Background: an optimization exercise with open tools, aiming at small area and a short achievable clock period. Do not read the settings as production practice. The RTL was checked by simulation tests, not by an equivalence proof against the original design.

==> flow/design.v (outline; a module is shown in full before it is edited, if it fits) <==
// module quire_ecc: 1282 lines
module quire_ecc (
    input  wire         clk,
    input  wire         rst,
    input  wire         enc_in_valid,
    input  wire [127:0] enc_in_data,
    output reg          enc_out_valid,
    output reg  [144:0] enc_out_word,
    input  wire         dec_in_valid,
    input  wire [144:0] dec_in_word,
    output reg          dec_out_valid,
    output reg  [144:0] dec_out_word,
    output reg          dec_out_corr,
    output reg          dec_out_unc
);
  // ...
==> flow/flow/run.sh <==
#!/bin/bash
# The standard layout (standard.sh, the standard flow's own ORFS run), with these changes:
#  - synthesis is the standard flow's script (synth_recipe.tcl) unchanged except that
#    yosys's abc maps with flow/abc_area.script (area-oriented mapping, no
#    gate upsizing or buffering; registers are mapped by dfflibmap as before);
#  - the port buffers that ORFS inserts on every input and output are
#    sky130_fd_sc_hd__buf_1 instead of the cell buffer_ports picks by default;
#  - repair_timing aims for a setup slack margin, so that it sizes the
#    critical paths although the design's clock period is met anyway.
# The SDC, clock period and every other step are the standard flow's.
# Each tool's output goes to a log of its own here (synth.log, standard.log)
# and to ORFS's logs under orfs/logs.
set -euo pipefail
W="$(cd "$(dirname "$0")/.." && pwd)"
cd "$W"
export BUFFER_PORTS_ARGS="-buffer_cell sky130_fd_sc_hd__buf_1"
export SETUP_SLACK_MARGIN=16

cat > "$W/flow/synth_area.tcl" <<EOT
proc abc {args} {
  set i [lsearch \$args -script]
  if {\$i >= 0} { lset args [expr {\$i + 1}] $W/flow/abc_area.script }
  yosys abc {*}\$args
}
source $W/synth_recipe.tcl
EOT
sed "s#SYNTH_SCRIPT=[^ ]*#SYNTH_SCRIPT=$W/flow/synth_area.tcl#" standard.sh > "$W/flow/synth_step.sh"
bash "$W/flow/synth_step.sh" synth > synth.log 2>&1
bash standard.sh > standard.log 2>&1
==> flow/flow/abc_area.script <==
strash
dch
map -a
topo
==> flow/standard.sh <==
#!/bin/bash
# synth_recipe.tcl (not shown) runs the flow's synth.tcl, then flattens the netlist and writes it again
# the make line also repeats each setting of config.mk as NAME=value (left out here)
make -C /OpenROAD-flow-scripts/flow DESIGN_CONFIG=/design/flow/config.mk WORK_HOME=/design/flow/orfs CLKGATE_MAP_FILE= SYNTH_SCRIPT=/design/flow/synth_recipe.tcl "${@:-finish}"
==> flow/config.mk <==
export PLATFORM = sky130hd
export DESIGN_NAME = quire_ecc
export DESIGN_NICKNAME = quire_ecc
export VERILOG_FILES = /design/flow/design.v
export SDC_FILE = /design/flow/constraint.sdc
export NUM_CORES = 4
export LEC_CHECK = 0
export CAP_MARGIN = 50
export CORE_MARGIN = 2
export CORE_UTILIZATION = 55
export CTS_BUF_LIST = sky130_fd_sc_hd__clkbuf_8
export CTS_CLUSTER_DIAMETER = 50
export CTS_CLUSTER_SIZE = 15
export SLEW_MARGIN = 50
==> flow/constraint.sdc <==
create_clock -name core_clock -period 22.0 [get_ports {clk}]
set_input_delay 4.4000 -clock core_clock [delete_from_list [all_inputs] [get_ports {clk}]]
set_output_delay 4.4000 -clock core_clock [all_outputs]
set_load 0.01 [all_outputs]
==> flow_summary_export.csv, run 1 <==
group,metric,value,unit
status,outcome,"timing/DRC/antenna clean",
synthesis,yosys_warnings,1,
synthesis,synth-xor-area-share,0.4076,
hold_path,hold_path_class,"register to register",
final_layout,layout_common_cells,"dfxtp_1 (619), xor2_1 (591), xnor2_1 (580), buf_1 (545), nand2_1 (288)",
global_route,grtUsageMet2,0.6935,
floorplanning,fp.coreArea,49150,um^2
sta,min_period,6.176,ns
setup_path,crit_path_max_incr_delay,0.55,ns
hold_path,hold_end,"r2_w[98]",
synthesis,seq_area_frac_synth,0.4527,
final_layout,syn_to_final_growth,19.19,%
synthesis,yosys.area.top_type,"dfxtp_1",
sta,hold_viol,0,
synthesis,ys_ff_latch,622,
synthesis,muxShareOfSynthArea,0,
clocking,numCtsBuffers,54,
synthesis,synthesis.area,27510,um^2
sta,skew,0.09109,ns
setup_path,crit_cells,9,
clocking,cts_tree,"yes",
floorplanning,die_area,51810,um^2
routing,routed.top_layer,"met4",
final_layout,finish.instance_area,32780,um^2
floorplanning,io_pins,571,
final_layout,n_clock_buffer,54,
setup_path,crit_type,"input port to register",
global_route,antenna_found_initial,3,
synthesis,synth_cell_type_count,22,
routing,drc_errors,0,
setup_path,worstReg2RegStart,"r1_s1[7]",
==> run 2, diff against run 1 <==
--- a/flow/config.mk
+++ b/flow/config.mk
@@ -7,7 +7,7 @@
 export LEC_CHECK = 0
 export CAP_MARGIN = 50
 export CORE_MARGIN = 2
-export CORE_UTILIZATION = 55
+export CORE_UTILIZATION = 62
 export CTS_BUF_LIST = sky130_fd_sc_hd__clkbuf_8
 export CTS_CLUSTER_DIAMETER = 50
 export CTS_CLUSTER_SIZE = 15
==> run 2 against run 1 <==
  * Hold slack lost 0.0078 ns
  * Sequential share of layout area fell by 0.14 points
  * Synthesized cell count unchanged
  * Via count grew 3.7%
  * Non-clock buffer count rose by 11
  * Area after synthesis unchanged
  * Critical endpoint is now r1_s1[6]
  * Wire length increased by 1.4%
  * Worst setup slack got worse by 0.015 ns
==> flow_summary_export.csv, run 2 <==
group,metric,value,unit
status,outcome,"timing/DRC/antenna clean",
routing,routed.top_layer,"met5",
floorplanning,die_area,46060,um^2
final_layout,syn_to_final_growth,19.62,%
synthesis,synth_enable_flop_cells,0,
sta,setup_violations,0,
sta,hold_ws,0.3130,ns
floorplanning,die_w,214.6,um
sta,tns,0,ns
final_layout,finish.instance_area,32900,um^2
routing,dr.pass1.iters,5,
setup_path,crit_path_max_incr_delay,0.61,ns
final_layout,fillers,3033,
final_layout,nets,3690,
clocking,cts_root_buffer,"clkbuf_8",
routing,drt_iter0_drc,2748,
floorplanning,fp.coreArea,44030,um^2
sta,maxSlewHeadroom,0.4401,
sta,fin_crit_sh,0.2814,
routing,detail_route.wirelength,110.9,mm
placement,placed_area,30830,um^2
sta,worst_slack,15.81,ns
sta,report.final.slew_viol_count,0,
setup_path,critPathLaunchType,"input port",
placement,place.gp.congestion,1.073,
synthesis,synth_area_leaders,"dfxtp_1 (45%), xnor2_1 (21%), xor2_1 (20%)",
synthesis,synth_fa_ha_area_frac,0.004094,
synthesis,ys_ff_latch,622,
final_layout,layout_commonest_cell,"dfxtp_1",
global_route,grtUsageTotal,0.4610,
setup_path,end_kind,"register",
sta,hold_viol,0,
setup_path,rr_worst_depth,27,
global_route,grt_remaining_overflow,0,
synthesis,synth_top_area_frac,0.4527,
synthesis,synth_nets,3034,
sta,fmax,161.5,MHz
placement,dpl.hpwl,88.06,mm
placement,dp_slack,14.70,ns
clocking,h-tree-depth,2,
floorplanning,start_util,0.6247,
hold_path,min-delay-start,"r1_w[74]",
setup_path,reg2reg_slack,16.36,ns
synthesis,muxShareOfSynthArea,0,
synthesis,async_reset_ff_frac,0,
clocking,clk_latency,0.76,ns
synthesis,syn-instance-count,2748,
synthesis,yosys.area.top_type,"dfxtp_1",
synthesis,synth_top_family_by_area,"XOR/XNOR gates",
synthesis,netlist_top_cells_count,"xnor2_1 (645), xor2_1 (635), dfxtp_1 (622)",
synthesis,yosysMostFrequentCell,"xnor2_1",
setup_path,slowest_stage,"buf_1",
hold_path,hold_path_class,"register to register",
hold_path,hold_path_depth,0,
routing,drc_errors,0,
synthesis,yosys_warnings,1,
final_layout,fin_util,0.7473,
setup_path,worstReg2RegStart,"r1_s1[7]",
setup_path,path_max_fanout,4,
synthesis,avgSynthCellArea,10.01,um^2
synthesis,synth_flop_cell,"dfxtp_1",
synthesis,yosys.area_share.simple,0.08370,
final_layout,layout_common_cells,"dfxtp_1 (619), xor2_1 (586), xnor2_1 (574), buf_1 (544), nand2_1 (291)",
setup_path,cp_cell_sequence,"buf_1 -> xor2_1 -> xnor2_1 -> xor2_1 -> xnor2_1 -> xnor2_1 -> xnor2_1 -> xor2_1",
routing,routedWlPerCell,27.64,um
setup_path,reg2reg_to,"r2_c[2]",
floorplanning,fp.dieH,214.6,um
setup_path,crit_type,"input port to register",
setup_path,cp.required,22.60,ns
floorplanning,io_pins,571,
synthesis,synthesis.area,27510,um^2
hold_path,hold_end,"r2_w[74]",
clocking,cts_tree,"yes",
sta,rsz0062_at_grt,"yes",
routing,avgViaCountPerCell,5.730,
synthesis,synth-xor-area-share,0.4076,
clocking,clock_path_buffers,3,
final_layout,drive_above_1_share,0.09795,
final_layout,area.sequential,12460,um^2
flow_run,drv_cap,0,
global_route,grt_pass1_wl,152.4,mm
sta,worst_pin_slew,0.8398,ns
clocking,numClockSinks,622,
routing,wirelength_met1,38.24,mm
final_layout,multi_input_area,15810,um^2
synthesis,synth_compound_area_frac,0.03580,
final_layout,antenna_cells,0,
sta,skew,0.08215,ns
setup_path,arrival,6.79,ns
global_route,grt_pass1_vias,22649,
routing,dr_wl_met3,11.12,mm
sta,min_period,6.192,ns
placement,port_buffers,570,
routing,wl_met2,50.99,mm
floorplanning,rows,77,
synthesis,seq_area_frac_synth,0.4527,
clocking,numCtsBuffers,54,
routing,ant_nets,0,
routing,vias,22988,
clocking,path_clk_slew,0.10,ns
global_route,antenna_found_initial,1,
global_route,grt_max_degree,19,
synthesis,synth_cell_type_count,22,
setup_path,worst_path_most_repeated_cell,"xnor2_1",
[run 2: worst max path at each step]
stage	startpoint	slack, ns	end	cells after the start
6_report	dec_in_word[43]	15.81	r1_s1[6]	8
5_1_grt	dec_in_word[65]	15.97	r1_s3[2]	10
4_1_cts	dec_in_word[89]	15.90	r1_par	10
3_5_place_dp	dec_in_word[54]	14.70	r1_par	10
3_3_place_gp	dec_in_word[54]	14.68	r1_par	10
2_1_floorplan	dec_in_word[13]	15.86	r1_par	9
[run 2: worst max-delay path: cells and delay by family]
kind / cells / cell delay (ns)
buf+inv: 1 / 0.61
xor+xnor: 7 / 1.77
[run 2: kinds of logic after synthesis]
| kind of cell | count (synthesis) |
|---|---|
| compound gates | 160 |
| xor+xnor | 1280 |
| buf+inv | 118 |
| fa+ha+maj | 9 |
| simple gates | 559 |
| flops | 622 |
[run 2: layout make-up]
type                    count  share of cell area
clock inverters            17            0.008290
multi-input cells        2008              0.4806
flip-flops and latches    622              0.3787
well taps                 592             0.02251
clock buffers              55             0.02301
inverters                 118             0.01373
repair buffers            600             0.07324
[run 2: layer usage]
| metal | vias to the layer above | GRT usage |
|---|---|---|
| li1 | 9856 | - |
| met1 | 10815 | 0.5210 |
| met2 | 1775 | 0.7571 |
| met3 | 540 | 0.1054 |
| met4 | 2 | 0.3583 |
| met5 | - | 0 |
[run 2: stage by stage]
stage          std cells
3_3_place_gp        3911
6_report            4012
3_5_place_dp        3911
2_1_floorplan       2748
4_1_cts             3994
5_1_grt             4012
[run 2: timing repair]
action / 4_1_cts / 5_1_grt
buffers inserted: 11 / 18
hold buffers: 0 / 0
pin swaps: 10 / 17
resized for setup: 57 / 73
setup endpoints to repair: 28 / 33

## port drivers added, routing unchanged
In the flow no input, the clock included, has a driving cell. The finished layouts below were timed again as built, in two steps.
Step 1 assumes that a clkbuf_16 drives the clock port and a buf_2 every other input.
Step 2 adds t to the input delays and takes it off the output delays; t is the mean of the earliest and latest rising clock arrival at the registers after step 1. Input paths then give back, and output paths get back, about the clock's delay inside the block.
a / b / c = ideal ports / drivers / drivers and shift; a / b = the first two.
run | t, ns | setup slack, ns | worst setup path at the end
run 1 | 0.784 | 15.824 / 15.856 / 15.072 | input to register
run 2 | 0.778 | 15.808 / 15.835 / 15.057 | input to register
After both steps every run listed still meets setup and hold. The setup slack of run 1, which loses most, moves by +0.032 ns with the drivers and by -0.752 ns with both steps.
